This is an optimization exercise on Yosys and OpenROAD, whose aim is small area, not a production implementation. In this exercise RTL edits were held to simulation tests only and were not proved equivalent to the original. No activity file was given, so power comes from the tool's default toggle rates.

--- design.v ---
module ox_decim_rca #(parameter W = 31) (
    input  wire [W-1:0] a,
    input  wire [W-1:0] b,
    output wire [W-1:0] s
);
    wire [W:0] c;
    assign c[0] = 1'b0;
    genvar i;
    generate
        for (i = 0; i < W; i = i + 1) begin : g
            assign s[i]   = a[i] ^ b[i] ^ c[i];
            assign c[i+1] = (a[i] & b[i]) | (a[i] & c[i]) | (b[i] & c[i]);
        end
    endgenerate
endmodule
module ox_decim_mac_add (
    input  wire [35:0] a,
    input  wire [31:0] g0,
    input  wire [31:0] g1,
    input  wire [31:0] g2,
    input  wire [31:0] g3,
    input  wire [31:0] g4,
    input  wire [31:0] g5,
    input  wire [2:0]  v,
    output wire [35:0] x
);
    wire t1, t2, t3, t4, t5, t6, t7, t8, t9, t10, t11, t12, t13, t14, t15, t16;
    wire t17, t18, t19, t20, t21, t22, t23, t24, t25, t26, t27, t28, t29, t30, t31, t32;
    wire t33, t34, t35, t36, t37, t38, t39, t40, t41, t42, t43, t44, t45, t46, t47, t48;
    wire t49, t50, t51, t52, t53, t54, t55, t56, t57, t58, t59, t60, t61, t62, t63, t64;
    wire t65, t66, t67, t68, t69, t70, t71, t72, t73, t74, t75, t76, t77, t78, t79, t80;
    wire t81, t82, t83, t84, t85, t86, t87, t88, t89, t90, t91, t92, t93, t94, t95, t96;
    wire t97, t98, t99, t100, t101, t102, t103, t104, t105, t106, t107, t108, t109, t110, t111, t112;
    wire t113, t114, t115, t116, t117, t118, t119, t120, t121, t122, t123, t124, t125, t126, t127, t128;
    wire t129, t130, t131, t132, t133, t134, t135, t136, t137, t138, t139, t140, t141, t142, t143, t144;
    wire t145, t146, t147, t148, t149, t150, t151, t152, t153, t154, t155, t156, t157, t158, t159, t160;
    wire t161, t162, t163, t164, t165, t166, t167, t168, t169, t170, t171, t172, t173, t174, t175, t176;
    wire t177, t178, t179, t180, t181, t182, t183, t184, t185, t186, t187, t188, t189, t190, t191, t192;
    wire t193, t194, t195, t196, t197, t198, t199, t200, t201, t202, t203, t204, t205, t206, t207, t208;
    wire t209, t210, t211, t212, t213, t214, t215, t216, t217, t218, t219, t220, t221, t222, t223, t224;
    wire t225, t226, t227, t228, t229, t230, t231, t232, t233, t234, t235, t236, t237, t238, t239, t240;
    wire t241, t242, t243, t244, t245, t246, t247, t248, t249, t250, t251, t252, t253, t254, t255, t256;
    wire t257, t258, t259, t260, t261, t262, t263, t264, t265, t266, t267, t268, t269, t270, t271, t272;
    wire t273, t274, t275, t276, t277, t278, t279, t280, t281, t282, t283, t284, t285, t286, t287, t288;
    wire t289, t290, t291, t292, t293, t294, t295, t296, t297, t298, t299, t300, t301, t302, t303, t304;
    wire t305, t306, t307, t308, t309, t310, t311, t312, t313, t314, t315, t316, t317, t318, t319, t320;
    wire t321, t322, t323, t324, t325, t326, t327, t328, t329, t330, t331, t332, t333, t334, t335, t336;
    wire t337, t338, t339, t340, t341, t342, t343, t344, t345, t346, t347, t348, t349, t350, t351, t352;
    wire t353, t354, t355, t356, t357, t358, t359, t360, t361, t362, t363, t364, t365, t366, t367, t368;
    wire t369, t370, t371, t372, t373, t374, t375, t376, t377, t378, t379, t380, t381, t382, t383, t384;
    wire t385, t386, t387, t388, t389, t390, t391, t392, t393, t394, t395, t396, t397, t398, t399, t400;
    wire t401, t402, t403, t404, t405;
    assign t1 = a[0] ^ g0[0];
    assign t2 = a[0] & g0[0];
    assign t3 = a[1] ^ g0[1] ^ g1[1];
    assign t4 = (a[1] & g0[1]) | (a[1] & g1[1]) | (g0[1] & g1[1]);
    assign t5 = a[2] ^ g0[2] ^ g1[2];
    assign t6 = (a[2] & g0[2]) | (a[2] & g1[2]) | (g0[2] & g1[2]);
    assign t7 = a[3] ^ g0[3] ^ g1[3];
    assign t8 = (a[3] & g0[3]) | (a[3] & g1[3]) | (g0[3] & g1[3]);
    assign t9 = a[4] ^ g0[4] ^ g1[4];
    assign t10 = (a[4] & g0[4]) | (a[4] & g1[4]) | (g0[4] & g1[4]);
    assign t11 = a[5] ^ g0[5] ^ g1[5];
    assign t12 = (a[5] & g0[5]) | (a[5] & g1[5]) | (g0[5] & g1[5]);
    assign t13 = a[6] ^ g0[6] ^ g1[6];
    assign t14 = (a[6] & g0[6]) | (a[6] & g1[6]) | (g0[6] & g1[6]);
    assign t15 = a[7] ^ g0[7] ^ g1[7];
    assign t16 = (a[7] & g0[7]) | (a[7] & g1[7]) | (g0[7] & g1[7]);
    assign t17 = a[8] ^ g0[8] ^ g1[8];
    assign t18 = (a[8] & g0[8]) | (a[8] & g1[8]) | (g0[8] & g1[8]);
    assign t19 = a[9] ^ g0[9] ^ g1[9];
    assign t20 = (a[9] & g0[9]) | (a[9] & g1[9]) | (g0[9] & g1[9]);
    assign t21 = a[10] ^ g0[10] ^ g1[10];
    assign t22 = (a[10] & g0[10]) | (a[10] & g1[10]) | (g0[10] & g1[10]);
    assign t23 = a[11] ^ g0[11] ^ g1[11];
    assign t24 = (a[11] & g0[11]) | (a[11] & g1[11]) | (g0[11] & g1[11]);
    assign t25 = a[12] ^ g0[12] ^ g1[12];
    assign t26 = (a[12] & g0[12]) | (a[12] & g1[12]) | (g0[12] & g1[12]);
    assign t27 = a[13] ^ g0[13] ^ g1[13];
    assign t28 = (a[13] & g0[13]) | (a[13] & g1[13]) | (g0[13] & g1[13]);
    assign t29 = a[14] ^ g0[14] ^ g1[14];
    assign t30 = (a[14] & g0[14]) | (a[14] & g1[14]) | (g0[14] & g1[14]);
    assign t31 = a[15] ^ g0[15] ^ g1[15];
    assign t32 = (a[15] & g0[15]) | (a[15] & g1[15]) | (g0[15] & g1[15]);
    assign t33 = a[16] ^ g0[16] ^ g1[16];
    assign t34 = (a[16] & g0[16]) | (a[16] & g1[16]) | (g0[16] & g1[16]);
    assign t35 = a[17] ^ g0[17] ^ g1[17];
    assign t36 = (a[17] & g0[17]) | (a[17] & g1[17]) | (g0[17] & g1[17]);
    assign t37 = a[18] ^ g0[18] ^ g1[18];
    assign t38 = (a[18] & g0[18]) | (a[18] & g1[18]) | (g0[18] & g1[18]);
    assign t39 = a[19] ^ g0[19] ^ g1[19];
    assign t40 = (a[19] & g0[19]) | (a[19] & g1[19]) | (g0[19] & g1[19]);
    assign t41 = a[20] ^ g0[20] ^ g1[20];
    assign t42 = (a[20] & g0[20]) | (a[20] & g1[20]) | (g0[20] & g1[20]);
    assign t43 = a[21] ^ g0[21] ^ g1[21];
    assign t44 = (a[21] & g0[21]) | (a[21] & g1[21]) | (g0[21] & g1[21]);
    assign t45 = a[22] ^ g0[22] ^ g1[22];
    assign t46 = (a[22] & g0[22]) | (a[22] & g1[22]) | (g0[22] & g1[22]);
    assign t47 = a[23] ^ g0[23] ^ g1[23];
    assign t48 = (a[23] & g0[23]) | (a[23] & g1[23]) | (g0[23] & g1[23]);
    assign t49 = a[24] ^ g0[24] ^ g1[24];
    assign t50 = (a[24] & g0[24]) | (a[24] & g1[24]) | (g0[24] & g1[24]);
    assign t51 = a[25] ^ g0[25] ^ g1[25];
    assign t52 = (a[25] & g0[25]) | (a[25] & g1[25]) | (g0[25] & g1[25]);
    assign t53 = a[26] ^ g0[26] ^ g1[26];
    assign t54 = (a[26] & g0[26]) | (a[26] & g1[26]) | (g0[26] & g1[26]);
    assign t55 = a[27] ^ g0[27] ^ g1[27];
    assign t56 = (a[27] & g0[27]) | (a[27] & g1[27]) | (g0[27] & g1[27]);
    assign t57 = a[28] ^ g0[28] ^ g1[28];
    assign t58 = (a[28] & g0[28]) | (a[28] & g1[28]) | (g0[28] & g1[28]);
    assign t59 = a[29] ^ g0[29] ^ g1[29];
    assign t60 = (a[29] & g0[29]) | (a[29] & g1[29]) | (g0[29] & g1[29]);
    assign t61 = a[30] ^ g0[30] ^ g1[30];
    assign t62 = (a[30] & g0[30]) | (a[30] & g1[30]) | (g0[30] & g1[30]);
    assign t63 = g2[30] ^ g3[30];
    assign t64 = g2[30] & g3[30];
    assign t65 = a[31] ^ g0[31] ^ g1[31];
    assign t66 = (a[31] & g0[31]) | (a[31] & g1[31]) | (g0[31] & g1[31]);
    assign t67 = g2[31] ^ g3[31] ^ g4[31];
    assign t68 = (g2[31] & g3[31]) | (g2[31] & g4[31]) | (g3[31] & g4[31]);
    assign t69 = g1[0] ^ g2[0] ^ g3[0];
    assign t70 = (g1[0] & g2[0]) | (g1[0] & g3[0]) | (g2[0] & g3[0]);
    assign t71 = g2[1] ^ g3[1] ^ g4[1];
    assign t72 = (g2[1] & g3[1]) | (g2[1] & g4[1]) | (g3[1] & g4[1]);
    assign t73 = g5[1] ^ t2;
    assign t74 = g5[1] & t2;
    assign t75 = g2[2] ^ g3[2] ^ g4[2];
    assign t76 = (g2[2] & g3[2]) | (g2[2] & g4[2]) | (g3[2] & g4[2]);
    assign t77 = g5[2] ^ t4 ^ t5;
    assign t78 = (g5[2] & t4) | (g5[2] & t5) | (t4 & t5);
    assign t79 = g2[3] ^ g3[3] ^ g4[3];
    assign t80 = (g2[3] & g3[3]) | (g2[3] & g4[3]) | (g3[3] & g4[3]);
    assign t81 = g5[3] ^ t6 ^ t7;
    assign t82 = (g5[3] & t6) | (g5[3] & t7) | (t6 & t7);
    assign t83 = g2[4] ^ g3[4] ^ g4[4];
    assign t84 = (g2[4] & g3[4]) | (g2[4] & g4[4]) | (g3[4] & g4[4]);
    assign t85 = g5[4] ^ t8 ^ t9;
    assign t86 = (g5[4] & t8) | (g5[4] & t9) | (t8 & t9);
    assign t87 = g2[5] ^ g3[5] ^ g4[5];
    assign t88 = (g2[5] & g3[5]) | (g2[5] & g4[5]) | (g3[5] & g4[5]);
    assign t89 = g5[5] ^ t10 ^ t11;
    assign t90 = (g5[5] & t10) | (g5[5] & t11) | (t10 & t11);
    assign t91 = g2[6] ^ g3[6] ^ g4[6];
    assign t92 = (g2[6] & g3[6]) | (g2[6] & g4[6]) | (g3[6] & g4[6]);
    assign t93 = g5[6] ^ t12 ^ t13;
    assign t94 = (g5[6] & t12) | (g5[6] & t13) | (t12 & t13);
    assign t95 = g2[7] ^ g3[7] ^ g4[7];
    assign t96 = (g2[7] & g3[7]) | (g2[7] & g4[7]) | (g3[7] & g4[7]);
    assign t97 = g5[7] ^ t14 ^ t15;
    assign t98 = (g5[7] & t14) | (g5[7] & t15) | (t14 & t15);
    assign t99 = g2[8] ^ g3[8] ^ g4[8];
    assign t100 = (g2[8] & g3[8]) | (g2[8] & g4[8]) | (g3[8] & g4[8]);
    assign t101 = g5[8] ^ t16 ^ t17;
    assign t102 = (g5[8] & t16) | (g5[8] & t17) | (t16 & t17);
    assign t103 = g2[9] ^ g3[9] ^ g4[9];
    assign t104 = (g2[9] & g3[9]) | (g2[9] & g4[9]) | (g3[9] & g4[9]);
    assign t105 = g5[9] ^ t18 ^ t19;
    assign t106 = (g5[9] & t18) | (g5[9] & t19) | (t18 & t19);
    assign t107 = g2[10] ^ g3[10] ^ g4[10];
    assign t108 = (g2[10] & g3[10]) | (g2[10] & g4[10]) | (g3[10] & g4[10]);
    assign t109 = g5[10] ^ t20 ^ t21;
    assign t110 = (g5[10] & t20) | (g5[10] & t21) | (t20 & t21);
    assign t111 = g2[11] ^ g3[11] ^ g4[11];
    assign t112 = (g2[11] & g3[11]) | (g2[11] & g4[11]) | (g3[11] & g4[11]);
    assign t113 = g5[11] ^ t22 ^ t23;
    assign t114 = (g5[11] & t22) | (g5[11] & t23) | (t22 & t23);
    assign t115 = g2[12] ^ g3[12] ^ g4[12];
    assign t116 = (g2[12] & g3[12]) | (g2[12] & g4[12]) | (g3[12] & g4[12]);
    assign t117 = g5[12] ^ t24 ^ t25;
    assign t118 = (g5[12] & t24) | (g5[12] & t25) | (t24 & t25);
    assign t119 = g2[13] ^ g3[13] ^ g4[13];
    assign t120 = (g2[13] & g3[13]) | (g2[13] & g4[13]) | (g3[13] & g4[13]);
    assign t121 = g5[13] ^ t26 ^ t27;
    assign t122 = (g5[13] & t26) | (g5[13] & t27) | (t26 & t27);
    assign t123 = g2[14] ^ g3[14] ^ g4[14];
    assign t124 = (g2[14] & g3[14]) | (g2[14] & g4[14]) | (g3[14] & g4[14]);
    assign t125 = g5[14] ^ t28 ^ t29;
    assign t126 = (g5[14] & t28) | (g5[14] & t29) | (t28 & t29);
    assign t127 = g2[15] ^ g3[15] ^ g4[15];
    assign t128 = (g2[15] & g3[15]) | (g2[15] & g4[15]) | (g3[15] & g4[15]);
    assign t129 = g5[15] ^ t30 ^ t31;
    assign t130 = (g5[15] & t30) | (g5[15] & t31) | (t30 & t31);
    assign t131 = g2[16] ^ g3[16] ^ g4[16];
    assign t132 = (g2[16] & g3[16]) | (g2[16] & g4[16]) | (g3[16] & g4[16]);
    assign t133 = g5[16] ^ t32 ^ t33;
    assign t134 = (g5[16] & t32) | (g5[16] & t33) | (t32 & t33);
    assign t135 = g2[17] ^ g3[17] ^ g4[17];
    assign t136 = (g2[17] & g3[17]) | (g2[17] & g4[17]) | (g3[17] & g4[17]);
    assign t137 = g5[17] ^ t34 ^ t35;
    assign t138 = (g5[17] & t34) | (g5[17] & t35) | (t34 & t35);
    assign t139 = g2[18] ^ g3[18] ^ g4[18];
    assign t140 = (g2[18] & g3[18]) | (g2[18] & g4[18]) | (g3[18] & g4[18]);
    assign t141 = g5[18] ^ t36 ^ t37;
    assign t142 = (g5[18] & t36) | (g5[18] & t37) | (t36 & t37);
    assign t143 = g2[19] ^ g3[19] ^ g4[19];
    assign t144 = (g2[19] & g3[19]) | (g2[19] & g4[19]) | (g3[19] & g4[19]);
    assign t145 = g5[19] ^ t38 ^ t39;
    assign t146 = (g5[19] & t38) | (g5[19] & t39) | (t38 & t39);
    assign t147 = g2[20] ^ g3[20] ^ g4[20];
    assign t148 = (g2[20] & g3[20]) | (g2[20] & g4[20]) | (g3[20] & g4[20]);
    assign t149 = g5[20] ^ t40 ^ t41;
    assign t150 = (g5[20] & t40) | (g5[20] & t41) | (t40 & t41);
    assign t151 = g2[21] ^ g3[21] ^ g4[21];
    assign t152 = (g2[21] & g3[21]) | (g2[21] & g4[21]) | (g3[21] & g4[21]);
    assign t153 = g5[21] ^ t42 ^ t43;
    assign t154 = (g5[21] & t42) | (g5[21] & t43) | (t42 & t43);
    assign t155 = g2[22] ^ g3[22] ^ g4[22];
    assign t156 = (g2[22] & g3[22]) | (g2[22] & g4[22]) | (g3[22] & g4[22]);
    assign t157 = g5[22] ^ t44 ^ t45;
    assign t158 = (g5[22] & t44) | (g5[22] & t45) | (t44 & t45);
    assign t159 = g2[23] ^ g3[23] ^ g4[23];
    assign t160 = (g2[23] & g3[23]) | (g2[23] & g4[23]) | (g3[23] & g4[23]);
    assign t161 = g5[23] ^ t46 ^ t47;
    assign t162 = (g5[23] & t46) | (g5[23] & t47) | (t46 & t47);
    assign t163 = g2[24] ^ g3[24] ^ g4[24];
    assign t164 = (g2[24] & g3[24]) | (g2[24] & g4[24]) | (g3[24] & g4[24]);
    assign t165 = g5[24] ^ t48 ^ t49;
    assign t166 = (g5[24] & t48) | (g5[24] & t49) | (t48 & t49);
    assign t167 = g2[25] ^ g3[25] ^ g4[25];
    assign t168 = (g2[25] & g3[25]) | (g2[25] & g4[25]) | (g3[25] & g4[25]);
    assign t169 = g5[25] ^ t50 ^ t51;
    assign t170 = (g5[25] & t50) | (g5[25] & t51) | (t50 & t51);
    assign t171 = g2[26] ^ g3[26] ^ g4[26];
    assign t172 = (g2[26] & g3[26]) | (g2[26] & g4[26]) | (g3[26] & g4[26]);
    assign t173 = g5[26] ^ t52 ^ t53;
    assign t174 = (g5[26] & t52) | (g5[26] & t53) | (t52 & t53);
    assign t175 = g2[27] ^ g3[27] ^ g4[27];
    assign t176 = (g2[27] & g3[27]) | (g2[27] & g4[27]) | (g3[27] & g4[27]);
    assign t177 = g5[27] ^ t54 ^ t55;
    assign t178 = (g5[27] & t54) | (g5[27] & t55) | (t54 & t55);
    assign t179 = g2[28] ^ g3[28] ^ g4[28];
    assign t180 = (g2[28] & g3[28]) | (g2[28] & g4[28]) | (g3[28] & g4[28]);
    assign t181 = g5[28] ^ t56 ^ t57;
    assign t182 = (g5[28] & t56) | (g5[28] & t57) | (t56 & t57);
    assign t183 = g2[29] ^ g3[29] ^ g4[29];
    assign t184 = (g2[29] & g3[29]) | (g2[29] & g4[29]) | (g3[29] & g4[29]);
    assign t185 = g5[29] ^ t58 ^ t59;
    assign t186 = (g5[29] & t58) | (g5[29] & t59) | (t58 & t59);
    assign t187 = g4[30] ^ g5[30] ^ v[0];
    assign t188 = (g4[30] & g5[30]) | (g4[30] & v[0]) | (g5[30] & v[0]);
    assign t189 = t60 ^ t61 ^ t63;
    assign t190 = (t60 & t61) | (t60 & t63) | (t61 & t63);
    assign t191 = g5[31] ^ v[1] ^ t62;
    assign t192 = (g5[31] & v[1]) | (g5[31] & t62) | (v[1] & t62);
    assign t193 = t64 ^ t65 ^ t67;
    assign t194 = (t64 & t65) | (t64 & t67) | (t65 & t67);
    assign t195 = a[32] ^ v[2] ^ t66;
    assign t196 = (a[32] & v[2]) | (a[32] & t66) | (v[2] & t66);
    assign t197 = g4[0] ^ g5[0];
    assign t198 = g4[0] & g5[0];
    assign t199 = t3 ^ t70 ^ t71;
    assign t200 = (t3 & t70) | (t3 & t71) | (t70 & t71);
    assign t201 = t72 ^ t74 ^ t75;
    assign t202 = (t72 & t74) | (t72 & t75) | (t74 & t75);
    assign t203 = t76 ^ t78 ^ t79;
    assign t204 = (t76 & t78) | (t76 & t79) | (t78 & t79);
    assign t205 = t80 ^ t82 ^ t83;
    assign t206 = (t80 & t82) | (t80 & t83) | (t82 & t83);
    assign t207 = t84 ^ t86 ^ t87;
    assign t208 = (t84 & t86) | (t84 & t87) | (t86 & t87);
    assign t209 = t88 ^ t90 ^ t91;
    assign t210 = (t88 & t90) | (t88 & t91) | (t90 & t91);
    assign t211 = t92 ^ t94 ^ t95;
    assign t212 = (t92 & t94) | (t92 & t95) | (t94 & t95);
    assign t213 = t96 ^ t98 ^ t99;
    assign t214 = (t96 & t98) | (t96 & t99) | (t98 & t99);
    assign t215 = t100 ^ t102 ^ t103;
    assign t216 = (t100 & t102) | (t100 & t103) | (t102 & t103);
    assign t217 = t104 ^ t106 ^ t107;
    assign t218 = (t104 & t106) | (t104 & t107) | (t106 & t107);
    assign t219 = t108 ^ t110 ^ t111;
    assign t220 = (t108 & t110) | (t108 & t111) | (t110 & t111);
    assign t221 = t112 ^ t114 ^ t115;
    assign t222 = (t112 & t114) | (t112 & t115) | (t114 & t115);
    assign t223 = t116 ^ t118 ^ t119;
    assign t224 = (t116 & t118) | (t116 & t119) | (t118 & t119);
    assign t225 = t120 ^ t122 ^ t123;
    assign t226 = (t120 & t122) | (t120 & t123) | (t122 & t123);
    assign t227 = t124 ^ t126 ^ t127;
    assign t228 = (t124 & t126) | (t124 & t127) | (t126 & t127);
    assign t229 = t128 ^ t130 ^ t131;
    assign t230 = (t128 & t130) | (t128 & t131) | (t130 & t131);
    assign t231 = t132 ^ t134 ^ t135;
    assign t232 = (t132 & t134) | (t132 & t135) | (t134 & t135);
    assign t233 = t136 ^ t138 ^ t139;
    assign t234 = (t136 & t138) | (t136 & t139) | (t138 & t139);
    assign t235 = t140 ^ t142 ^ t143;
    assign t236 = (t140 & t142) | (t140 & t143) | (t142 & t143);
    assign t237 = t144 ^ t146 ^ t147;
    assign t238 = (t144 & t146) | (t144 & t147) | (t146 & t147);
    assign t239 = t148 ^ t150 ^ t151;
    assign t240 = (t148 & t150) | (t148 & t151) | (t150 & t151);
    assign t241 = t152 ^ t154 ^ t155;
    assign t242 = (t152 & t154) | (t152 & t155) | (t154 & t155);
    assign t243 = t156 ^ t158 ^ t159;
    assign t244 = (t156 & t158) | (t156 & t159) | (t158 & t159);
    assign t245 = t160 ^ t162 ^ t163;
    assign t246 = (t160 & t162) | (t160 & t163) | (t162 & t163);
    assign t247 = t164 ^ t166 ^ t167;
    assign t248 = (t164 & t166) | (t164 & t167) | (t166 & t167);
    assign t249 = t168 ^ t170 ^ t171;
    assign t250 = (t168 & t170) | (t168 & t171) | (t170 & t171);
    assign t251 = t172 ^ t174 ^ t175;
    assign t252 = (t172 & t174) | (t172 & t175) | (t174 & t175);
    assign t253 = t176 ^ t178 ^ t179;
    assign t254 = (t176 & t178) | (t176 & t179) | (t178 & t179);
    assign t255 = t180 ^ t182 ^ t183;
    assign t256 = (t180 & t182) | (t180 & t183) | (t182 & t183);
    assign t257 = t184 ^ t186 ^ t187;
    assign t258 = (t184 & t186) | (t184 & t187) | (t186 & t187);
    assign t259 = t188 ^ t190 ^ t191;
    assign t260 = (t188 & t190) | (t188 & t191) | (t190 & t191);
    assign t261 = t68 ^ t192 ^ t194;
    assign t262 = (t68 & t192) | (t68 & t194) | (t192 & t194);
    assign t263 = t1 ^ t69;
    assign t264 = t1 & t69;
    assign t265 = t73 ^ t198 ^ t199;
    assign t266 = (t73 & t198) | (t73 & t199) | (t198 & t199);
    assign t267 = t77 ^ t200 ^ t201;
    assign t268 = (t77 & t200) | (t77 & t201) | (t200 & t201);
    assign t269 = t81 ^ t202 ^ t203;
    assign t270 = (t81 & t202) | (t81 & t203) | (t202 & t203);
    assign t271 = t85 ^ t204 ^ t205;
    assign t272 = (t85 & t204) | (t85 & t205) | (t204 & t205);
    assign t273 = t89 ^ t206 ^ t207;
    assign t274 = (t89 & t206) | (t89 & t207) | (t206 & t207);
    assign t275 = t93 ^ t208 ^ t209;
    assign t276 = (t93 & t208) | (t93 & t209) | (t208 & t209);
    assign t277 = t97 ^ t210 ^ t211;
    assign t278 = (t97 & t210) | (t97 & t211) | (t210 & t211);
    assign t279 = t101 ^ t212 ^ t213;
    assign t280 = (t101 & t212) | (t101 & t213) | (t212 & t213);
    assign t281 = t105 ^ t214 ^ t215;
    assign t282 = (t105 & t214) | (t105 & t215) | (t214 & t215);
    assign t283 = t109 ^ t216 ^ t217;
    assign t284 = (t109 & t216) | (t109 & t217) | (t216 & t217);
    assign t285 = t113 ^ t218 ^ t219;
    assign t286 = (t113 & t218) | (t113 & t219) | (t218 & t219);
    assign t287 = t117 ^ t220 ^ t221;
    assign t288 = (t117 & t220) | (t117 & t221) | (t220 & t221);
    assign t289 = t121 ^ t222 ^ t223;
    assign t290 = (t121 & t222) | (t121 & t223) | (t222 & t223);
    assign t291 = t125 ^ t224 ^ t225;
    assign t292 = (t125 & t224) | (t125 & t225) | (t224 & t225);
    assign t293 = t129 ^ t226 ^ t227;
    assign t294 = (t129 & t226) | (t129 & t227) | (t226 & t227);
    assign t295 = t133 ^ t228 ^ t229;
    assign t296 = (t133 & t228) | (t133 & t229) | (t228 & t229);
    assign t297 = t137 ^ t230 ^ t231;
    assign t298 = (t137 & t230) | (t137 & t231) | (t230 & t231);
    assign t299 = t141 ^ t232 ^ t233;
    assign t300 = (t141 & t232) | (t141 & t233) | (t232 & t233);
    assign t301 = t145 ^ t234 ^ t235;
    assign t302 = (t145 & t234) | (t145 & t235) | (t234 & t235);
    assign t303 = t149 ^ t236 ^ t237;
    assign t304 = (t149 & t236) | (t149 & t237) | (t236 & t237);
    assign t305 = t153 ^ t238 ^ t239;
    assign t306 = (t153 & t238) | (t153 & t239) | (t238 & t239);
    assign t307 = t157 ^ t240 ^ t241;
    assign t308 = (t157 & t240) | (t157 & t241) | (t240 & t241);
    assign t309 = t161 ^ t242 ^ t243;
    assign t310 = (t161 & t242) | (t161 & t243) | (t242 & t243);
    assign t311 = t165 ^ t244 ^ t245;
    assign t312 = (t165 & t244) | (t165 & t245) | (t244 & t245);
    assign t313 = t169 ^ t246 ^ t247;
    assign t314 = (t169 & t246) | (t169 & t247) | (t246 & t247);
    assign t315 = t173 ^ t248 ^ t249;
    assign t316 = (t173 & t248) | (t173 & t249) | (t248 & t249);
    assign t317 = t177 ^ t250 ^ t251;
    assign t318 = (t177 & t250) | (t177 & t251) | (t250 & t251);
    assign t319 = t181 ^ t252 ^ t253;
    assign t320 = (t181 & t252) | (t181 & t253) | (t252 & t253);
    assign t321 = t185 ^ t254 ^ t255;
    assign t322 = (t185 & t254) | (t185 & t255) | (t254 & t255);
    assign t323 = t189 ^ t256 ^ t257;
    assign t324 = (t189 & t256) | (t189 & t257) | (t256 & t257);
    assign t325 = t193 ^ t258 ^ t259;
    assign t326 = (t193 & t258) | (t193 & t259) | (t258 & t259);
    assign t327 = t195 ^ t260 ^ t261;
    assign t328 = (t195 & t260) | (t195 & t261) | (t260 & t261);
    assign t329 = a[33] ^ t196 ^ t262;
    assign t330 = (a[33] & t196) | (a[33] & t262) | (t196 & t262);
    assign t331 = a[34] ^ 1'b1;
    assign t332 = a[34] & 1'b1;
    assign t333 = a[35] ^ 1'b1;
    assign t334 = a[35] & 1'b1;
    assign t335 = t197 ^ t263;
    assign t336 = t197 & t263;
    assign t337 = t264 ^ t265 ^ t336;
    assign t338 = (t264 & t265) | (t264 & t336) | (t265 & t336);
    assign t339 = t266 ^ t267 ^ t338;
    assign t340 = (t266 & t267) | (t266 & t338) | (t267 & t338);
    assign t341 = t268 ^ t269 ^ t340;
    assign t342 = (t268 & t269) | (t268 & t340) | (t269 & t340);
    assign t343 = t270 ^ t271 ^ t342;
    assign t344 = (t270 & t271) | (t270 & t342) | (t271 & t342);
    assign t345 = t272 ^ t273 ^ t344;
    assign t346 = (t272 & t273) | (t272 & t344) | (t273 & t344);
    assign t347 = t274 ^ t275 ^ t346;
    assign t348 = (t274 & t275) | (t274 & t346) | (t275 & t346);
    assign t349 = t276 ^ t277 ^ t348;
    assign t350 = (t276 & t277) | (t276 & t348) | (t277 & t348);
    assign t351 = t278 ^ t279 ^ t350;
    assign t352 = (t278 & t279) | (t278 & t350) | (t279 & t350);
    assign t353 = t280 ^ t281 ^ t352;
    assign t354 = (t280 & t281) | (t280 & t352) | (t281 & t352);
    assign t355 = t282 ^ t283 ^ t354;
    assign t356 = (t282 & t283) | (t282 & t354) | (t283 & t354);
    assign t357 = t284 ^ t285 ^ t356;
    assign t358 = (t284 & t285) | (t284 & t356) | (t285 & t356);
    assign t359 = t286 ^ t287 ^ t358;
    assign t360 = (t286 & t287) | (t286 & t358) | (t287 & t358);
    assign t361 = t288 ^ t289 ^ t360;
    assign t362 = (t288 & t289) | (t288 & t360) | (t289 & t360);
    assign t363 = t290 ^ t291 ^ t362;
    assign t364 = (t290 & t291) | (t290 & t362) | (t291 & t362);
    assign t365 = t292 ^ t293 ^ t364;
    assign t366 = (t292 & t293) | (t292 & t364) | (t293 & t364);
    assign t367 = t294 ^ t295 ^ t366;
    assign t368 = (t294 & t295) | (t294 & t366) | (t295 & t366);
    assign t369 = t296 ^ t297 ^ t368;
    assign t370 = (t296 & t297) | (t296 & t368) | (t297 & t368);
    assign t371 = t298 ^ t299 ^ t370;
    assign t372 = (t298 & t299) | (t298 & t370) | (t299 & t370);
    assign t373 = t300 ^ t301 ^ t372;
    assign t374 = (t300 & t301) | (t300 & t372) | (t301 & t372);
    assign t375 = t302 ^ t303 ^ t374;
    assign t376 = (t302 & t303) | (t302 & t374) | (t303 & t374);
    assign t377 = t304 ^ t305 ^ t376;
    assign t378 = (t304 & t305) | (t304 & t376) | (t305 & t376);
    assign t379 = t306 ^ t307 ^ t378;
    assign t380 = (t306 & t307) | (t306 & t378) | (t307 & t378);
    assign t381 = t308 ^ t309 ^ t380;
    assign t382 = (t308 & t309) | (t308 & t380) | (t309 & t380);
    assign t383 = t310 ^ t311 ^ t382;
    assign t384 = (t310 & t311) | (t310 & t382) | (t311 & t382);
    assign t385 = t312 ^ t313 ^ t384;
    assign t386 = (t312 & t313) | (t312 & t384) | (t313 & t384);
    assign t387 = t314 ^ t315 ^ t386;
    assign t388 = (t314 & t315) | (t314 & t386) | (t315 & t386);
    assign t389 = t316 ^ t317 ^ t388;
    assign t390 = (t316 & t317) | (t316 & t388) | (t317 & t388);
    assign t391 = t318 ^ t319 ^ t390;
    assign t392 = (t318 & t319) | (t318 & t390) | (t319 & t390);
    assign t393 = t320 ^ t321 ^ t392;
    assign t394 = (t320 & t321) | (t320 & t392) | (t321 & t392);
    assign t395 = t322 ^ t323 ^ t394;
    assign t396 = (t322 & t323) | (t322 & t394) | (t323 & t394);
    assign t397 = t324 ^ t325 ^ t396;
    assign t398 = (t324 & t325) | (t324 & t396) | (t325 & t396);
    assign t399 = t326 ^ t327 ^ t398;
    assign t400 = (t326 & t327) | (t326 & t398) | (t327 & t398);
    assign t401 = t328 ^ t329 ^ t400;
    assign t402 = (t328 & t329) | (t328 & t400) | (t329 & t400);
    assign t403 = t330 ^ t331 ^ t402;
    assign t404 = (t330 & t331) | (t330 & t402) | (t331 & t402);
    assign t405 = t332 ^ t333 ^ t404;
    assign x = {t405, t403, t401, t399, t397, t395, t393, t391, t389, t387, t385, t383, t381, t379, t377, t375, t373, t371, t369, t367, t365, t363, t361, t359, t357, t355, t353, t351, t349, t347, t345, t343, t341, t339, t337, t335};
endmodule
module ox_decim (
    input  wire        clk,
    input  wire        rst,           
    input  wire        start,         
    input  wire        stop,          
    input  wire        bit_valid,     
    input  wire        bit_in,        
    input  wire        coef_we,       
    input  wire [3:0]  coef_addr,     
    input  wire [31:0] coef_data,     
    output reg         out_valid,
    output wire [31:0] out_data,
    output wire        out_settled,
    output reg         running,
    output reg         coef_err
);
    localparam [4:0] K_SETTLE = 5'd18;
    wire [191:0] coef1;
    wire [191:0] coef2;
    wire coef_wr = ~rst & coef_we & ~running;
    always @(posedge clk)
        coef_err <= ~rst & coef_we & running;
    genvar w;
    generate
        for (w = 0; w < 6; w = w + 1) begin : gw
            reg [31:0] a1, a2;      
            always @(posedge clk) begin
                if (coef_wr & (coef_addr == w))
                    a1 <= coef_data;
                if (coef_wr & (coef_addr == 8 + w))
                    a2 <= coef_data;
            end
            assign coef1[32*w +: 32] = a1;
            assign coef2[32*w +: 32] = a2;
        end
    endgenerate
    wire clear  = rst | start | stop;
    wire accept = running & bit_valid & ~clear;
    always @(posedge clk) begin
        if (rst)
            running <= 1'b0;
        else if (start)
            running <= 1'b1;
        else if (stop)
            running <= 1'b0;
    end
    reg  [4:0] ph;
    wire       ph0  = (ph == 5'd0);
    wire       ph31 = (ph == 5'd31);
    always @(posedge clk)
        ph <= rst ? 5'd0 : ph + 5'd1;
    reg  [29:0] I1, I2, I3, I4, D;
    reg  [5:0]  bitcnt;
    wire        blk_end = accept & (bitcnt == 6'd63);
    wire [29:0] x1 = {29'd0, accept & bit_in};
    wire [29:0] n1, n2, n3, n4, nD;
    ox_decim_rca #(30) u_a1 (.a(I1), .b(x1),               .s(n1));
    ox_decim_rca #(30) u_a2 (.a(I2), .b(n1 & {30{accept}}), .s(n2));
    ox_decim_rca #(30) u_a3 (.a(I3), .b(n2 & {30{accept}}), .s(n3));
    ox_decim_rca #(30) u_a4 (.a(I4), .b(n3 & {30{accept}}), .s(n4));
    ox_decim_rca #(30) u_a5 (.a(D),  .b(n4 & {30{accept}}), .s(nD));
    always @(posedge clk) begin
        I1 <= clear ? 30'd0 : n1;
        I2 <= clear ? 30'd0 : n2;
        I3 <= clear ? 30'd0 : n3;
        I4 <= clear ? 30'd0 : n4;
        D  <= (clear | blk_end) ? 30'd0 : nD;
        if (clear)
            bitcnt <= 6'd0;
        else if (accept)
            bitcnt <= bitcnt + 6'd1;
    end
    reg        zc;         
    reg        zt;         
    reg  [2:0] nfree;      
    reg        tfree;      
    wire       zc_n = zc | ~bit_in;
    wire       zt_n = zt | (~bit_in & (bitcnt[5:2] != 4'd0));
    wire       sat_n = ~zc_n & ((nfree == 3'd4) | ((nfree == 3'd3) & tfree));
    always @(posedge clk) begin
        if (clear) begin
            zc    <= 1'b0;
            zt    <= 1'b0;
            nfree <= 3'd0;
            tfree <= 1'b0;
        end else if (accept) begin
            if (blk_end) begin
                zc <= 1'b0;
                zt <= 1'b0;
                if (zc_n) begin
                    nfree <= 3'd0;
                    tfree <= ~zt_n;
                end else if (nfree != 3'd4) begin
                    nfree <= nfree + 3'd1;
                end
            end else begin
                zc <= zc_n;
                zt <= zt_n;
            end
        end
    end
    reg  [29:0] snap;
    reg         satp;
    reg         pend;
    reg         comb_act;
    reg         hb1_act;
    wire        ph30 = (ph == 5'd30);
    wire [4:0]  cb   = ph + 5'd1;
    wire        cb01 = ph31 | ph0;            
    wire        comb_start = ~clear & ph30 & (pend | blk_end);
    always @(posedge clk) begin
        if (blk_end) begin
            snap <= nD;
            satp <= sat_n;
        end
        if (clear) begin
            pend     <= 1'b0;
            comb_act <= 1'b0;
            hb1_act  <= 1'b0;
        end else begin
            pend     <= (pend | blk_end) & ~comb_start;
            comb_act <= comb_start | (comb_act & ~ph30);
            hb1_act  <= comb_act;
        end
    end
    localparam [31:0] K1 = 32'h00e8ae80;
    localparam [31:0] K2 = 32'he2477000;
    localparam [31:0] K3 = 32'h9a0e0000;
    localparam [31:0] K4 = 32'h04000000;
    reg  [31:0] C1, C2, C3, C4;
    reg         comb_valid;            
    reg  [3:0]  brw;
    reg         s0b;
    wire [4:0]  sidx = cb - 5'd2;
    wire        x0  = ~cb01 & snap[sidx];
    wire        c1o = comb_valid ? C1[0] : K1[cb];
    wire        c2o = comb_valid ? C2[0] : K2[cb];
    wire        c3o = comb_valid ? C3[0] : K3[cb];
    wire        c4o = comb_valid ? C4[0] : K4[cb];
    wire        d2  = x0 ^ c1o ^ brw[0];
    wire        d3  = d2 ^ c2o ^ brw[1];
    wire        d4  = d3 ^ c3o ^ brw[2];
    wire        d5  = d4 ^ c4o ^ brw[3];
    wire        bo2 = (~x0 & c1o) | (~x0 & brw[0]) | (c1o & brw[0]);
    wire        bo3 = (~d2 & c2o) | (~d2 & brw[1]) | (c2o & brw[1]);
    wire        bo4 = (~d3 & c3o) | (~d3 & brw[2]) | (c3o & brw[2]);
    wire        bo5 = (~d4 & c4o) | (~d4 & brw[3]) | (c4o & brw[3]);
    always @(posedge clk) begin
        C1  <= {comb_act ? x0 : C1[0], C1[31:1]};
        C2  <= {comb_act ? d2 : C2[0], C2[31:1]};
        C3  <= {comb_act ? d3 : C3[0], C3[31:1]};
        C4  <= {comb_act ? d4 : C4[0], C4[31:1]};
        brw <= (comb_act & ~ph30) ? {bo5, bo4, bo3, bo2} : 4'd0;
        s0b <= satp ? ~ph30 : (d5 ^ ph30);
        if (clear)
            comb_valid <= 1'b0;
        else if (comb_act & ph30)
            comb_valid <= 1'b1;
    end
    reg        s0_odd_n;    
    reg  [3:0] nE1;         
    reg        s1_odd_n;    
    reg  [4:0] nE2;         
    wire       s0_even = s0_odd_n;
    reg        mbusy;
    reg  [6:0] mseq;
    wire       mac1 = mbusy & (mseq <= 7'd32);
    wire       so   = mbusy & (mseq >= 7'd33) & (mseq <= 7'd64);
    wire       mac2 = mbusy & (mseq >= 7'd65);
    wire       st2  = mac2;
    wire       macon = mac1 | mac2;
    wire       b0m  = mbusy & ((mseq == 7'd0)  | (mseq == 7'd65));
    wire       b31m = mbusy & ((mseq == 7'd31) | (mseq == 7'd96));
    wire       b32m = mbusy & ((mseq == 7'd32) | (mseq == 7'd97));
    wire       stk  = macon & ~b31m & ~b32m;     
    wire       so0  = mbusy & (mseq == 7'd33);
    wire       so31 = mbusy & (mseq == 7'd64);
    wire       s1_even = ~s1_odd_n;
    always @(posedge clk) begin
        if (clear) begin
            mbusy <= 1'b0;
            mseq  <= 7'd0;
        end else if (comb_act & ph31 & s0_even) begin
            mbusy <= 1'b1;
            mseq  <= 7'd0;
        end else if (mbusy) begin
            mseq <= mseq + 7'd1;
            if ((so31 & ~s1_even) | (mseq == 7'd97))
                mbusy <= 1'b0;
        end
    end
    always @(posedge clk) begin
        if (clear) begin
            s0_odd_n <= 1'b1;
            nE1      <= 4'd0;
            s1_odd_n <= 1'b1;
            nE2      <= 5'd0;
        end else begin
            if (comb_start)
                s0_odd_n <= ~s0_odd_n;
            if (hb1_act & ph31 & s0_even & (nE1 != 4'd11))
                nE1 <= nE1 + 4'd1;
            if (so31) begin
                s1_odd_n <= ~s1_odd_n;
                if (s1_even & (nE2 != K_SETTLE))
                    nE2 <= nE2 + 5'd1;
            end
        end
    end
    reg  [32*11-1:0] E1;
    reg  [32*6-1:0]  O1;
    wire shE1 = hb1_act & s0_even;
    wire shO1 = hb1_act & ~s0_even;
    integer k;
    always @(posedge clk) begin
        for (k = 0; k < 11; k = k + 1)
            E1[32*k +: 32] <= {shE1 ? ((k == 0) ? s0b : E1[32*(k-1)]) : E1[32*k],
                               E1[32*k+1 +: 31]};
        for (k = 0; k < 6; k = k + 1)
            O1[32*k +: 32] <= {shO1 ? ((k == 0) ? s0b : O1[32*(k-1)]) : O1[32*k],
                               O1[32*k+1 +: 31]};
    end
    reg  [32*12-1:0] E2;
    reg  [32*6-1:0]  O2;
    wire so_bit;
    wire shE2 = so & s1_even;
    wire shO2 = so & ~s1_even;
    always @(posedge clk) begin
        for (k = 0; k < 12; k = k + 1)
            E2[32*k +: 32] <= {shE2 ? ((k == 0) ? so_bit : E2[32*(k-1)]) : E2[32*k],
                               E2[32*k+1 +: 31]};
        for (k = 0; k < 6; k = k + 1)
            O2[32*k +: 32] <= {shO2 ? ((k == 0) ? so_bit : O2[32*(k-1)]) : O2[32*k],
                               O2[32*k+1 +: 31]};
    end
    wire [10:0] e1v;
    wire [11:0] e2v;
    genvar g;
    generate
        for (g = 0; g < 11; g = g + 1) begin : gv1
            assign e1v[g] = E1[32*g] & (nE1 > g);
        end
        for (g = 0; g < 12; g = g + 1) begin : gv2
            assign e2v[g] = E2[32*g] & (nE2 > g);
        end
    endgenerate
    wire [5:0] px1 = {s0b, e1v[0], e1v[1], e1v[2], e1v[3], e1v[4]};
    wire [5:0] py1 = {e1v[10], e1v[9], e1v[8], e1v[7], e1v[6], e1v[5]};
    wire [5:0] px2 = {e2v[0], e2v[1], e2v[2], e2v[3], e2v[4], e2v[5]};
    wire [5:0] py2 = {e2v[11], e2v[10], e2v[9], e2v[8], e2v[7], e2v[6]};
    wire       uc  = st2 ? (O2[32*5] & (nE2 >= 5'd6)) : (O1[32*5] & (nE1 >= 4'd5));
    wire [5:0] px = (st2 ? px2 : px1) ^ {6{b31m}};
    wire [5:0] py = (st2 ? py2 : py1) ^ {6{b31m}};
    reg  [5:0] pc;
    wire [5:0] psum = px ^ py ^ pc;
    wire [5:0] pcy  = (px & py) | (px & pc) | (py & pc);
    wire [5:0] dq   = {6{macon}} & (b32m ? ~pc : psum);
    wire [5:0] dq1  = dq & {6{~st2}};
    wire [5:0] dq2  = dq & {6{st2}};
    always @(posedge clk)
        pc <= (macon & ~b32m & ~clear) ? pcy : 6'd0;
    wire [35:0] G [0:5];
    generate
        for (g = 0; g < 6; g = g + 1) begin : gg
            wire [31:0] t = ({32{dq1[g]}} & coef1[32*g +: 32]) |
                            ({32{dq2[g]}} & coef2[32*g +: 32]);
            assign G[g] = {4'd0, ~t[31], t[30:0]};
        end
    endgenerate
    wire        cbit = macon & ~b32m & (uc ^ b31m);
    wire [5:0]  ctop = 6'd52 - {5'd0, b31m} + {5'd0, cbit};
    reg  [34:0] acc;
    reg         h0, h1;
    reg         sticky;
    reg         ovf_r, sign_r;
    wire [35:0] A = b0m ? 36'h040000000 : ({acc[34], acc} ^ {36{b32m}});
    wire [35:0] X;
    ox_decim_mac_add u_add (
        .a(A), .g0(G[0][31:0]), .g1(G[1][31:0]), .g2(G[2][31:0]),
        .g3(G[3][31:0]), .g4(G[4][31:0]), .g5(G[5][31:0]),
        .v(ctop[2:0]), .x(X)
    );
    wire [34:0] acc_n = X[35:1];
    wire        e     = X[0];
    always @(posedge clk) begin
        acc <= acc_n;
        h1  <= e;
        h0  <= h1;
        if (stk)
            sticky <= (sticky & ~b0m) | e;
        if (b32m) begin
            sign_r <= ~acc_n[34];
            ovf_r  <= ~((&acc_n[34:29]) | ~(|acc_n[34:29]));
        end
    end
    wire r0     = h0 & sticky;
    wire so_raw = so0 ? r0 : ~h0;
    assign so_bit = ovf_r ? (so31 ? sign_r : ~sign_r) : so_raw;
    always @(posedge clk)
        out_valid <= ~clear & mbusy & (mseq == 7'd97);
    assign out_data    = ovf_r ? {sign_r, {31{~sign_r}}} : {~acc[29:0], ~h1, r0};
    assign out_settled = (nE2 == K_SETTLE);
endmodule
--- constraint.sdc ---
create_clock -name core_clock -period 25.0 [get_ports {clk}]
set_input_delay 5.0000 -clock core_clock [delete_from_list [all_inputs] [get_ports {clk}]]
set_output_delay 5.0000 -clock core_clock [all_outputs]
set_load 0.01 [all_outputs]
--- standard.sh ---
#!/bin/bash
# synth_recipe.tcl (not shown) runs the flow's synth.tcl, then flattens the netlist and writes it again
# the make line also repeats each setting of config.mk as NAME=value (left out here)
make -C /OpenROAD-flow-scripts/flow DESIGN_CONFIG=/design/flow/config.mk WORK_HOME=/design/flow/orfs CLKGATE_MAP_FILE= SYNTH_SCRIPT=/design/flow/synth_recipe.tcl "${@:-finish}"
--- config.mk ---
export PLATFORM = sky130hd
export DESIGN_NAME = ox_decim
export DESIGN_NICKNAME = ox_decim
export VERILOG_FILES = /design/flow/design.v
export SDC_FILE = /design/flow/constraint.sdc
export NUM_CORES = 4
export LEC_CHECK = 0
export CAP_MARGIN = 20
export CORE_MARGIN = 2
export CORE_UTILIZATION = 60
export SLEW_MARGIN = 20
--- flow/run.sh ---
#!/bin/bash
# Layout: the standard flow (standard.sh), with two changes to how it is
# made: the clock tree is built from clkbuf_16 leaf clusters without dummy
# balancing loads, and the port buffers are the smallest buffer cell.
set -euo pipefail
export CTS_ARGS="-sink_clustering_enable -repair_clock_nets -dont_use_dummy_load -buf_list sky130_fd_sc_hd__clkbuf_16 -sink_clustering_size 24 -sink_clustering_max_diameter 100"
export BUFFER_PORTS_ARGS="-buffer_cell sky130_fd_sc_hd__buf_1"
bash standard.sh > standard.log 2>&1
==> impl_metrics.csv <==
group,metric,value,unit
cells_and_area,layout_common_cells,"sky130_fd_sc_hd__dfxtp_1 (1,489), sky130_fd_sc_hd__edfxtp_1 (418), sky130_fd_sc_hd__inv_1 (321)",
logic_synthesis,post_synth_fa_ha_maj_area_fraction,0.1220,
worst_setup_path,critical_path.reg2reg.startpoint,"mseq[0]",
routing,remaining_number_of_nets_flagged_by_the_antenna_check_after_routing,0,
worst_setup_path,crit_path_frequent_cell,"sky130_fd_sc_hd__fa_1",
run_status,result_of_the_run,"no timing/DRC/antenna violations",
job,max-cap-violations,0,
worst_setup_path,worst_setup_path_end_kind,"flop",
worst_setup_path,setup.worst_path.class,"reg -> reg",
floorplanning,num_io_pins,79,
logic_synthesis,synth.largest_area_cell,"sky130_fd_sc_hd__dfxtp_1",
sta,slew_headroom,0.1499,
routing,post_drt_via_cell_ratio,5.113,
worst_setup_path,critical-path-top-delay-family,"adder cells",
sta,post-route-worst-setup-slack,4955,ps
power_and_ir_drop,leakagePower,23.42,nW
logic_synthesis,yosysSeqAreaShare,0.7276,
global_routing,initial_antenna_violation_count,8,
power_and_ir_drop,power-per-cell-area,79.62,nW/µm²
cts,clk-insertion-delay-late,690,ps
cts,clock_sink_count,1907,
cts,cts.path.max_buffers,3,
sta,max_freq,49.89,MHz
sta,timing.final.crit_share,0.8018,
cells_and_area,drive_above_1_share,0.04892,
sta,finalHoldViolCount,0,
logic_synthesis,flop_and_latch_count_out_of_synthesis,1907,
logic_synthesis,synth.cell_area,58220,µm²
logic_synthesis,synthSimpleGateAreaFrac,0.05629,
routing,routed-via-count,26919,
global_routing,grt_max_degree,193,
logic_synthesis,yosys_most_used_dff,"sky130_fd_sc_hd__dfxtp_1",
floorplanning,std_cell_rows,114,
floorplanning,dieWidth,315.5,µm
sta,setup_tns,0,ps
cts,cts_post_setup_buffers_inserted,0,
logic_synthesis,postSynth.asyncResetShare,0,
global_routing,global_route_wire_length_before_repair,153.2,mm
sta,min_period,20040,ps
routing,detailedRoute.firstPassIterationCount,5,
placement,pre_cts_setup_slack,4169,ps
cts,clock_buffers_created_by_tritoncts,89,
logic_synthesis,synth_cell_types,59,
cells_and_area,final_common_cell,"sky130_fd_sc_hd__dfxtp_1",
hold_path,min-delay-start,"O1[62]",
placement,placement.io_buffers,78,
logic_synthesis,muxShareOfSynthArea,0.01216,
logic_synthesis,yosys_warnings,1,
worst_setup_path,cp-start-kind,"flop",
cts,cts_tree,"done",
routing,drt_first_iter_violations,1491,
cts,cts_repair_resize_count,0,
worst_setup_path,cp.required,25410,ps
floorplanning,die-area,99540,µm²
cts,path_clk_slew,90,ps
worst_setup_path,critPathMaxFanout,32,
logic_synthesis,synth_compound_gate_area_share,0.04397,
cells_and_area,final_net_count,4409,
floorplanning,fp.dieH,315.5,µm
logic_synthesis,synth_top_family_by_area,"adder cells",
sta,worstMarginPinSlew,1275,ps
floorplanning,core_area,96420,µm²
global_routing,first_global_vias,27815,
cells_and_area,area_delta_synth_final,6.772,%
floorplanning,initial_utilization,0.6038,
routing,wl_per_cell,18.25,µm
logic_synthesis,number_of_flops_mapped_to_enable_cells_by_yosys,418,
sta,max_clock_skew,66.62,ps
placement,place.detailed.hpwl,56.40,mm
hold_path,hold_path.class,"reg -> reg",
logic_synthesis,netlist.area_leader.share,0.5120,
global_routing,aggregate_global_route_resource_usage,0.1987,
global_routing,globalRouteOverflowTotal,0,
cts,htree_levels,3,
sta,timing_max_transition_violations_final,0,
placement,gp_congestion,0.8048,
worst_setup_path,worst_path_max_delay_cell,"sky130_fd_sc_hd__or4b_4",
sta,grt_setup_unrepaired,"false",
worst_setup_path,critical_path.startpoint,"mseq[0]",
worst_setup_path,sum_of_buffers_and_inverters_on_the_critical_path,8,
worst_setup_path,crit_path_max_incr_delay,530,ps
cts,clk_root_buffer_cell,"sky130_fd_sc_hd__clkbuf_16",
logic_synthesis,synth-xor-area-share,0.007006,
worst_setup_path,worstPathArrival,20460,ps
logic_synthesis,syn_nets,4348,
cells_and_area,post-route-util,0.6447,
logic_synthesis,dominant_cells_by_area_after_synthesis,"sky130_fd_sc_hd__dfxtp_1 (51%), sky130_fd_sc_hd__edfxtp_1 (22%), sky130_fd_sc_hd__fa_1 (11%)",
logic_synthesis,syn_area_per_cell,14.83,µm²
power_and_ir_drop,vdd_ir_max,0.05323,mV
routing,drt_drc_violations_left,0,
logic_synthesis,synthesis.instances,3927,
cts,cts.hold.buffers_added,0,
sta,timing.final.setup_violations,0,
routing,drt-total-wl,96.08,mm
per-layer routing:
layer / up-vias / GRT usage / routed length [µm]
met5: - / 0 / 59
met4: 10 / 0.05763 / 2462
met3: 140 / 0.03148 / 4317
met2: 472 / 0.3134 / 44150
met1: 13459 / 0.2887 / 45100
li1: 12838 / - / -
layout make-up:
cell class	instances	area, µm²
sequential	1907	42360
fill	7116	34260
multi-input combinational	1557	14190
clock buffer	89	2227
tap	1276	1597
inverter	321	1205
timing repair buffer	112	573.1
antenna	3	7.507
final timing paths:
kind	slack (ps)	cells after the start	endpoint
setup / recovery	4960	56	ovf_r
hold reg to reg	310	0	O1[61]
setup reg to reg	4960	56	ovf_r
hold / removal	310	0	O1[61]
power by group:
group | total [mW] | internal [mW] | switching, mW
sequential | 3.20 | 3.18 | 0.0263
clock | 1.49 | 0.637 | 0.858
combinational | 0.251 | 0.0931 | 0.158
through the flow:
step	area (µm²)	power, mW	cells	hold WS, ps
final	62160	4.950	5265	310.6
after global routing	62160	5.149	5263	315.3
after CTS	62150	5.003	5262	308.9
after detailed placement	59920	3.527	5173	312.1
after global placement	59920	3.517	5173	310.0
after floorplan	58220	3.444	3927	309.6
kinds of logic after synthesis:
family	Yosys count
flip-flops	1907
AND/OR/NAND/NOR	712
buffers and inverters	463
adder cells (fa/ha/maj)	378
AO/OA/AOI/OAI	362
multiplexers	60
XOR/XNOR	45
synthesized netlist by cell type (10+ instances only):
| master | number |
|---|---|
| sky130_fd_sc_hd__xor2_1 | 20 |
| sky130_fd_sc_hd__fa_1 | 316 |
| sky130_fd_sc_hd__a21oi_1 | 63 |
| sky130_fd_sc_hd__ha_1 | 62 |
| sky130_fd_sc_hd__a22o_1 | 119 |
| sky130_fd_sc_hd__nand3_1 | 18 |
| sky130_fd_sc_hd__clkbuf_1 | 88 |
| sky130_fd_sc_hd__or2_1 | 10 |
| sky130_fd_sc_hd__inv_1 | 321 |
| sky130_fd_sc_hd__nor2_1 | 250 |
| sky130_fd_sc_hd__mux2i_1 | 19 |
| sky130_fd_sc_hd__a22oi_1 | 75 |
| sky130_fd_sc_hd__o21ai_0 | 62 |
| sky130_fd_sc_hd__buf_2 | 47 |
| sky130_fd_sc_hd__and2_1 | 50 |
| sky130_fd_sc_hd__nand2_1 | 229 |
| sky130_fd_sc_hd__xnor2_1 | 24 |
| sky130_fd_sc_hd__nor3_1 | 12 |
| sky130_fd_sc_hd__mux2_2 | 36 |
| sky130_fd_sc_hd__edfxtp_1 | 418 |
| sky130_fd_sc_hd__dfxtp_1 | 1489 |
| sky130_fd_sc_hd__or3_1 | 63 |
| sky130_fd_sc_hd__and3_1 | 35 |
registers in the layout (all words and copies together) (netlist names), 6 cells and up:
register	count
acc	35
O1	192
snap	30
E2	384
D	30
I2	30
mseq	7
C2	32
C1	32
E1	352
I4	30
gw.a2	192
bitcnt	6
I1	30
gw.a1	192
C3	32
O2	192
pc	6
I3	30
C4	32
worst register-to-register path: cells and delay by family, from the launching register on:
family          cells  cell delay (ps)
fa+ha+maj          39            15990
simple gates        4             1190
buf+inv             8             1110
compound gates      4              870
flops               1              460
xor+xnor            1              230

[afterwards: timing with drivers on the ports]
In the flow no input, the clock included, has a driving cell. The finished layout below was timed again as built, in two steps. Step 1, drivers: a clkbuf_16 drives clk and a buf_2 each remaining input, both assumed. Step 2 also shifts input and output timing later by t, the mid clock arrival at the registers, as if the neighbouring blocks saw the same clock. a / b / c = ideal / step 1 / step 2; a / b = the first two.
shift t [ns]: 0.729
setup slack, ns: 4.955 / 4.955 / 4.280
worst hold slack (ns): 0.311 / 0.311 / 0.311
worst setup path at the end: input to register
worst data-port slew with drivers (ns): 0.17
After both steps setup and hold are still met in this run. For this run, drivers alone change the setup slack by 0.000 ns; drivers and shift together by -0.675 ns.
